Context: an optimization exercise on an open-source flow, tuned for small area, a short achievable clock period and few clock cycles. The choices shown serve that exercise and are no tape-out recipe. Function was checked by simulation only, so behaviour that the tests miss may differ from the original. Power is estimated from default activity; no workload was simulated.

==> inputs of job 4171 <==
## lc_decoder
module lc_decoder (
    input  wire         clk,
    input  wire         rst,         
    input  wire         in_valid,
    output wire         in_ready,
    input  wire [39:0]  in_beat,     
    input  wire [36:0]  in_dda,      
    output reg          out_valid,
    output reg  [2:0]   out_status,
    output reg  [3:0]   out_dev,
    output wire [511:0] out_data
);
  localparam [2:0] ST_GOOD = 3'd0, ST_CORR = 3'd1, ST_POIS = 3'd2,
                   ST_MARK = 3'd3, ST_UNC  = 3'd4;
  function [15:0] am12;
    input [15:0] x;
    begin
      am12[0] = ^(x & 16'h1110);
      am12[1] = ^(x & 16'h3330);
      am12[2] = ^(x & 16'h6660);
      am12[3] = ^(x & 16'hddd0);
      am12[4] = ^(x & 16'hbba0);
      am12[5] = ^(x & 16'h7740);
      am12[6] = ^(x & 16'hee80);
      am12[7] = ^(x & 16'hdd00);
      am12[8] = ^(x & 16'hba00);
      am12[9] = ^(x & 16'h7400);
      am12[10] = ^(x & 16'he800);
      am12[11] = ^(x & 16'hd000);
      am12[12] = ^(x & 16'hb111);
      am12[13] = ^(x & 16'h6222);
      am12[14] = ^(x & 16'hc444);
      am12[15] = ^(x & 16'h8888);
    end
  endfunction
  ...
make LEC_CHECK=0 CAP_MARGIN=20 CORE_MARGIN=2 CORE_UTILIZATION=55 CTS_CLUSTER_DIAMETER=60 CTS_CLUSTER_SIZE=30 PLACE_DENSITY=0.65 SLEW_MARGIN=20 finish   # period 10.0 ns
run.sh (not shown) runs the stock make flow with config.mk's settings and CLKGATE_MAP_FILE= SYNTH_SCRIPT=/design/flow/synth_recipe.tcl, a recipe that flattens the netlist after the stock synthesis.
==> job 6047: changes against job 4171 <==
--- a/flow/design.v
+++ b/flow/design.v
@@ -449,27 +449,28 @@
       am14409[11] = ^(x & 16'hadb6);
       am14409[12] = ^(x & 16'h729f);
       am14409[13] = ^(x & 16'he53e);
       am14409[14] = ^(x & 16'hca7c);
       am14409[15] = ^(x & 16'h94f9);
     end
   endfunction
-  assign in_ready = 1'b1;
+  reg stall_r;
+  assign in_ready = ~stall_r;
   reg  [39:0]  beat_r;       
   reg          v_r;          
   reg  [15:0]  boh;          
   reg  [36:0]  dda_s;        
   reg  [127:0] acc;          
   reg  [127:0] u;            
   reg  [63:0]  dv_r;         
   reg  [63:0]  y_r;          
   reg  [127:0] pv_r;         
   reg          pvv, pfirst, pbnd, plast;
   reg  [511:0] ln;           
-  reg  [12*32-1:0] bk;      
+  reg  [11*32-1:0] bk;      
   reg          cp_r;
   reg  [9:0]   ohu;          
   reg  [9:0]   ohd;          
   reg  [1:0]   zc;           
   reg  [3:0]   fdev;
   reg          pois, mark;
   reg  [63:0]  e_r;          
@@ -1660,46 +1661,46 @@
   assign out_data[425] = bk[345];
   assign out_data[426] = bk[346];
   assign out_data[427] = bk[347];
   assign out_data[488] = bk[348];
   assign out_data[489] = bk[349];
   assign out_data[490] = bk[350];
   assign out_data[491] = bk[351];
-  assign out_data[44] = bk[352];
-  assign out_data[45] = bk[353];
-  assign out_data[46] = bk[354];
-  assign out_data[47] = bk[355];
-  assign out_data[108] = bk[356];
-  assign out_data[109] = bk[357];
-  assign out_data[110] = bk[358];
-  assign out_data[111] = bk[359];
-  assign out_data[172] = bk[360];
-  assign out_data[173] = bk[361];
-  assign out_data[174] = bk[362];
-  assign out_data[175] = bk[363];
-  assign out_data[236] = bk[364];
-  assign out_data[237] = bk[365];
-  assign out_data[238] = bk[366];
-  assign out_data[239] = bk[367];
-  assign out_data[300] = bk[368];
-  assign out_data[301] = bk[369];
-  assign out_data[302] = bk[370];
-  assign out_data[303] = bk[371];
-  assign out_data[364] = bk[372];
-  assign out_data[365] = bk[373];
-  assign out_data[366] = bk[374];
-  assign out_data[367] = bk[375];
-  assign out_data[428] = bk[376];
-  assign out_data[429] = bk[377];
-  assign out_data[430] = bk[378];
-  assign out_data[431] = bk[379];
-  assign out_data[492] = bk[380];
-  assign out_data[493] = bk[381];
-  assign out_data[494] = bk[382];
-  assign out_data[495] = bk[383];
+  assign out_data[44] = ln[352];
+  assign out_data[45] = ln[353];
+  assign out_data[46] = ln[354];
+  assign out_data[47] = ln[355];
+  assign out_data[108] = ln[356];
+  assign out_data[109] = ln[357];
+  assign out_data[110] = ln[358];
+  assign out_data[111] = ln[359];
+  assign out_data[172] = ln[360];
+  assign out_data[173] = ln[361];
+  assign out_data[174] = ln[362];
+  assign out_data[175] = ln[363];
+  assign out_data[236] = ln[364];
+  assign out_data[237] = ln[365];
+  assign out_data[238] = ln[366];
+  assign out_data[239] = ln[367];
+  assign out_data[300] = ln[368];
+  assign out_data[301] = ln[369];
+  assign out_data[302] = ln[370];
+  assign out_data[303] = ln[371];
+  assign out_data[364] = ln[372];
+  assign out_data[365] = ln[373];
+  assign out_data[366] = ln[374];
+  assign out_data[367] = ln[375];
+  assign out_data[428] = ln[376];
+  assign out_data[429] = ln[377];
+  assign out_data[430] = ln[378];
+  assign out_data[431] = ln[379];
+  assign out_data[492] = ln[380];
+  assign out_data[493] = ln[381];
+  assign out_data[494] = ln[382];
+  assign out_data[495] = ln[383];
   assign out_data[48] = ln[384];
   assign out_data[49] = ln[385];
   assign out_data[50] = ln[386];
   assign out_data[51] = ln[387];
   assign out_data[112] = ln[388];
   assign out_data[113] = ln[389];
   assign out_data[114] = ln[390];
@@ -1865,24 +1866,26 @@
       else if (mark | mt)     out_status <= ST_MARK;
       else                    out_status <= ST_UNC;
     end
   end
   always @(posedge clk) begin
     if (rst) begin
       v_r       <= 1'b0;
+      stall_r   <= 1'b0;
       pvv       <= 1'b0;
       plast     <= 1'b0;
       boh       <= 16'd1;
       cp_r      <= 1'b0;
       ohu       <= 10'd0;
       ohd       <= 10'd0;
       out_valid <= 1'b0;
       cpulse    <= 8'd0;
     end else begin
-      v_r <= in_valid;
+      v_r     <= in_valid & ~stall_r;
+      stall_r <= in_valid & ~stall_r & ((boh[15] & ~v_r) | (boh[14] & v_r));
       pvv   <= v_r;
       plast <= last;
       if (v_r)
         boh <= {boh[14:0], boh[15]};
       cp_r      <= last;
       ohu       <= plast ? 10'd1 : {ohu[8:0], 1'b0};
       ohd       <= ohu;
@@ -1930,18 +1933,16 @@
     if (v_r & boh[9]) ln[319:288] <= beat_r[31:0];
     bk[319:288] <= cp_r ? ln[319:288] : (bk[319:288] ^ mk[319:288]);
   end
   always @(posedge clk) begin
     if (v_r & boh[10]) ln[351:320] <= beat_r[31:0];
     bk[351:320] <= cp_r ? ln[351:320] : (bk[351:320] ^ mk[351:320]);
   end
-  always @(posedge clk) begin
-    if (v_r & boh[11]) ln[383:352] <= beat_r[31:0];
-    bk[383:352] <= cp_r ? ln[383:352] : (bk[383:352] ^ mk[383:352]);
-  end
+  always @(posedge clk)
+    ln[383:352] <= (v_r & boh[11]) ? beat_r[31:0] : (ln[383:352] ^ mk[383:352]);
   always @(posedge clk)
     ln[415:384] <= (v_r & boh[12]) ? beat_r[31:0] : (ln[415:384] ^ mk[415:384]);
   always @(posedge clk)
     ln[447:416] <= (v_r & boh[13]) ? beat_r[31:0] : (ln[447:416] ^ mk[447:416]);
   always @(posedge clk)
     ln[479:448] <= (v_r & boh[14]) ? beat_r[31:0] : (ln[479:448] ^ mk[479:448]);
   always @(posedge clk)
==> flow/flow/run.sh (new file) <==
#!/bin/bash
# Own layout flow: the standard ORFS flow (standard synthesis included), with
# timing repair aimed past the 10 ns constraint and plain buffers on the ports.
set -euo pipefail
bash standard.sh \
  "SETUP_SLACK_MARGIN=6.6" \
  "BUFFER_PORTS_ARGS=-buffer_cell sky130_fd_sc_hd__buf_2" \
  finish > flow_make.log 2>&1
==> flow/standard.sh (new file) <==
#!/bin/bash
# synth_recipe.tcl (not shown) runs the flow's synth.tcl, then flattens the netlist and writes it again
# the make line also repeats each setting of config.mk as NAME=value (left out here)
make -C /OpenROAD-flow-scripts/flow DESIGN_CONFIG=/design/flow/config.mk WORK_HOME=/design/flow/orfs CLKGATE_MAP_FILE= SYNTH_SCRIPT=/design/flow/synth_recipe.tcl "${@:-finish}"
removed: flow/run.sh
==> job 2635: changes against job 4171 <==
--- a/flow/design.v
+++ b/flow/design.v
@@ -449,27 +449,28 @@
       am14409[11] = ^(x & 16'hadb6);
       am14409[12] = ^(x & 16'h729f);
       am14409[13] = ^(x & 16'he53e);
       am14409[14] = ^(x & 16'hca7c);
       am14409[15] = ^(x & 16'h94f9);
     end
   endfunction
-  assign in_ready = 1'b1;
+  reg stall_r;
+  assign in_ready = ~stall_r;
   reg  [39:0]  beat_r;       
   reg          v_r;          
   reg  [15:0]  boh;          
   reg  [36:0]  dda_s;        
   reg  [127:0] acc;          
   reg  [127:0] u;            
   reg  [63:0]  dv_r;         
   reg  [63:0]  y_r;          
   reg  [127:0] pv_r;         
   reg          pvv, pfirst, pbnd, plast;
   reg  [511:0] ln;           
-  reg  [12*32-1:0] bk;      
+  reg  [11*32-1:0] bk;      
   reg          cp_r;
   reg  [9:0]   ohu;          
   reg  [9:0]   ohd;          
   reg  [1:0]   zc;           
   reg  [3:0]   fdev;
   reg          pois, mark;
   reg  [63:0]  e_r;          
@@ -1660,46 +1661,46 @@
   assign out_data[425] = bk[345];
   assign out_data[426] = bk[346];
   assign out_data[427] = bk[347];
   assign out_data[488] = bk[348];
   assign out_data[489] = bk[349];
   assign out_data[490] = bk[350];
   assign out_data[491] = bk[351];
-  assign out_data[44] = bk[352];
-  assign out_data[45] = bk[353];
-  assign out_data[46] = bk[354];
-  assign out_data[47] = bk[355];
-  assign out_data[108] = bk[356];
-  assign out_data[109] = bk[357];
-  assign out_data[110] = bk[358];
-  assign out_data[111] = bk[359];
-  assign out_data[172] = bk[360];
-  assign out_data[173] = bk[361];
-  assign out_data[174] = bk[362];
-  assign out_data[175] = bk[363];
-  assign out_data[236] = bk[364];
-  assign out_data[237] = bk[365];
-  assign out_data[238] = bk[366];
-  assign out_data[239] = bk[367];
-  assign out_data[300] = bk[368];
-  assign out_data[301] = bk[369];
-  assign out_data[302] = bk[370];
-  assign out_data[303] = bk[371];
-  assign out_data[364] = bk[372];
-  assign out_data[365] = bk[373];
-  assign out_data[366] = bk[374];
-  assign out_data[367] = bk[375];
-  assign out_data[428] = bk[376];
-  assign out_data[429] = bk[377];
-  assign out_data[430] = bk[378];
-  assign out_data[431] = bk[379];
-  assign out_data[492] = bk[380];
-  assign out_data[493] = bk[381];
-  assign out_data[494] = bk[382];
-  assign out_data[495] = bk[383];
+  assign out_data[44] = ln[352];
+  assign out_data[45] = ln[353];
+  assign out_data[46] = ln[354];
+  assign out_data[47] = ln[355];
+  assign out_data[108] = ln[356];
+  assign out_data[109] = ln[357];
+  assign out_data[110] = ln[358];
+  assign out_data[111] = ln[359];
+  assign out_data[172] = ln[360];
+  assign out_data[173] = ln[361];
+  assign out_data[174] = ln[362];
+  assign out_data[175] = ln[363];
+  assign out_data[236] = ln[364];
+  assign out_data[237] = ln[365];
+  assign out_data[238] = ln[366];
+  assign out_data[239] = ln[367];
+  assign out_data[300] = ln[368];
+  assign out_data[301] = ln[369];
+  assign out_data[302] = ln[370];
+  assign out_data[303] = ln[371];
+  assign out_data[364] = ln[372];
+  assign out_data[365] = ln[373];
+  assign out_data[366] = ln[374];
+  assign out_data[367] = ln[375];
+  assign out_data[428] = ln[376];
+  assign out_data[429] = ln[377];
+  assign out_data[430] = ln[378];
+  assign out_data[431] = ln[379];
+  assign out_data[492] = ln[380];
+  assign out_data[493] = ln[381];
+  assign out_data[494] = ln[382];
+  assign out_data[495] = ln[383];
   assign out_data[48] = ln[384];
   assign out_data[49] = ln[385];
   assign out_data[50] = ln[386];
   assign out_data[51] = ln[387];
   assign out_data[112] = ln[388];
   assign out_data[113] = ln[389];
   assign out_data[114] = ln[390];
@@ -1865,24 +1866,26 @@
       else if (mark | mt)     out_status <= ST_MARK;
       else                    out_status <= ST_UNC;
     end
   end
   always @(posedge clk) begin
     if (rst) begin
       v_r       <= 1'b0;
+      stall_r   <= 1'b0;
       pvv       <= 1'b0;
       plast     <= 1'b0;
       boh       <= 16'd1;
       cp_r      <= 1'b0;
       ohu       <= 10'd0;
       ohd       <= 10'd0;
       out_valid <= 1'b0;
       cpulse    <= 8'd0;
     end else begin
-      v_r <= in_valid;
+      v_r     <= in_valid & ~stall_r;
+      stall_r <= in_valid & ~stall_r & ((boh[15] & ~v_r) | (boh[14] & v_r));
       pvv   <= v_r;
       plast <= last;
       if (v_r)
         boh <= {boh[14:0], boh[15]};
       cp_r      <= last;
       ohu       <= plast ? 10'd1 : {ohu[8:0], 1'b0};
       ohd       <= ohu;
@@ -1930,18 +1933,16 @@
     if (v_r & boh[9]) ln[319:288] <= beat_r[31:0];
     bk[319:288] <= cp_r ? ln[319:288] : (bk[319:288] ^ mk[319:288]);
   end
   always @(posedge clk) begin
     if (v_r & boh[10]) ln[351:320] <= beat_r[31:0];
     bk[351:320] <= cp_r ? ln[351:320] : (bk[351:320] ^ mk[351:320]);
   end
-  always @(posedge clk) begin
-    if (v_r & boh[11]) ln[383:352] <= beat_r[31:0];
-    bk[383:352] <= cp_r ? ln[383:352] : (bk[383:352] ^ mk[383:352]);
-  end
+  always @(posedge clk)
+    ln[383:352] <= (v_r & boh[11]) ? beat_r[31:0] : (ln[383:352] ^ mk[383:352]);
   always @(posedge clk)
     ln[415:384] <= (v_r & boh[12]) ? beat_r[31:0] : (ln[415:384] ^ mk[415:384]);
   always @(posedge clk)
     ln[447:416] <= (v_r & boh[13]) ? beat_r[31:0] : (ln[447:416] ^ mk[447:416]);
   always @(posedge clk)
     ln[479:448] <= (v_r & boh[14]) ? beat_r[31:0] : (ln[479:448] ^ mk[479:448]);
   always @(posedge clk)
==> flow/flow/run.sh (new file) <==
#!/bin/bash
# Own layout flow: the standard ORFS flow (standard synthesis included), with
# timing repair aimed past the 10 ns constraint and plain buffers on the ports.
set -euo pipefail
bash standard.sh \
  "SETUP_SLACK_MARGIN=${LC_SETUP_MARGIN:-7}" \
  "BUFFER_PORTS_ARGS=-buffer_cell sky130_fd_sc_hd__buf_2" \
  finish > flow_make.log 2>&1
==> flow/standard.sh (new file) <==
#!/bin/bash
# synth_recipe.tcl (not shown) runs the flow's synth.tcl, then flattens the netlist and writes it again
# the make line also repeats each setting of config.mk as NAME=value (left out here)
make -C /OpenROAD-flow-scripts/flow DESIGN_CONFIG=/design/flow/config.mk WORK_HOME=/design/flow/orfs CLKGATE_MAP_FILE= SYNTH_SCRIPT=/design/flow/synth_recipe.tcl "${@:-finish}"
==> flow/config.mk (replaced) <==
export PLATFORM = sky130hd
export DESIGN_NAME = lc_decoder
export DESIGN_NICKNAME = lc_decoder
export VERILOG_FILES = /design/flow/design.v
export SDC_FILE = /design/flow/constraint.sdc
export NUM_CORES = 8
export LEC_CHECK = 0
export CAP_MARGIN = 20
export CORE_MARGIN = 2
export CORE_UTILIZATION = 55
export PLACE_DENSITY = 0.65
export SLEW_MARGIN = 20
removed: flow/run.sh
==> qor summary <==
quantity                                                                                                job 6047                  job 2635                          job 4171
Initial Util                                                                                               55.4%                     55.4%                             55.2%
Fraction of the yosys area taken by sequential cells                                                       45.7%                     45.7%                             46.6%
Post-synthesis share of cell area spent on full adders, half adders and majority gates                   0.0310%                   0.0310%                           0.0308%
Met3 track demand over resource                                                                            6.53%                     7.17%                             7.55%
Result of the run                                                               no timing/DRC/antenna violations  no timing/DRC/antenna violations  no timing/DRC/antenna violations
DR WL met2                                                                                                125 mm                    137 mm                            130 mm
Power dissipated by switching net loads                                                                 0.0173 W                  0.0178 W                          0.0174 W
Total vias in the final route                                                                              57000                     61700                             57400
Power dissipated in the clock network                                                                  0.00537 W                 0.00640 W                         0.00511 W
Number of tapcells                                                                                          1917                      1917                              1930
Maximum number of pins on one net before global-route repair                                                 250                       146                               286
Critical Path Slowest Stage Cell                                                        sky130_fd_sc_hd__dfxtp_1  sky130_fd_sc_hd__dfxtp_4  sky130_fd_sc_hd__clkdlybuf4s50_1
Critical path origin                                                                                     ln[445]                   bk[295]                            bk[66]
Testbench counts of job 4171, summed over its fixed seeds: cycles 40,896.
Testbench counts of job 6047, summed over its fixed seeds: cycles 40,896.
Testbench counts of job 2635, summed over its fixed seeds: cycles 40,896.

## afterwards: timing with drivers on the ports
How much do the figures lean on ideal ports? The routed layouts below were timed once more, with nothing changed but the port constraints.
Step 1 assumes that a clkbuf_16 drives the clock port and a buf_2 every other input.
Step 2 times the ports against the registers' clock, not the clock port: input delays grow and output delays shrink by t, the midpoint of the rising clock arrivals with the driver on.
Slacks: ideal ports / drivers / drivers and shift; pairs: ideal ports / drivers.
| run | t, ns | setup slack, ns | latest minus earliest clock arrival (ns) | slew at the worst register clock pin (ns) | worst slew at a driven data input, ns |
|---|---|---|---|---|---|
| job 4171 | 0.852 | 6.123 / 6.034 / 6.324 | 0.086 / 0.086 | 0.10 / 0.10 | 0.15 |
| job 6047 | 0.853 | 6.621 / 6.533 / 6.649 | 0.094 / 0.095 | 0.10 / 0.10 | 0.13 |
| job 2635 | 0.904 | 6.642 / 6.559 / 6.685 | 0.064 / 0.064 | 0.07 / 0.07 | 0.18 |
After both steps setup and hold are still met in every run listed.
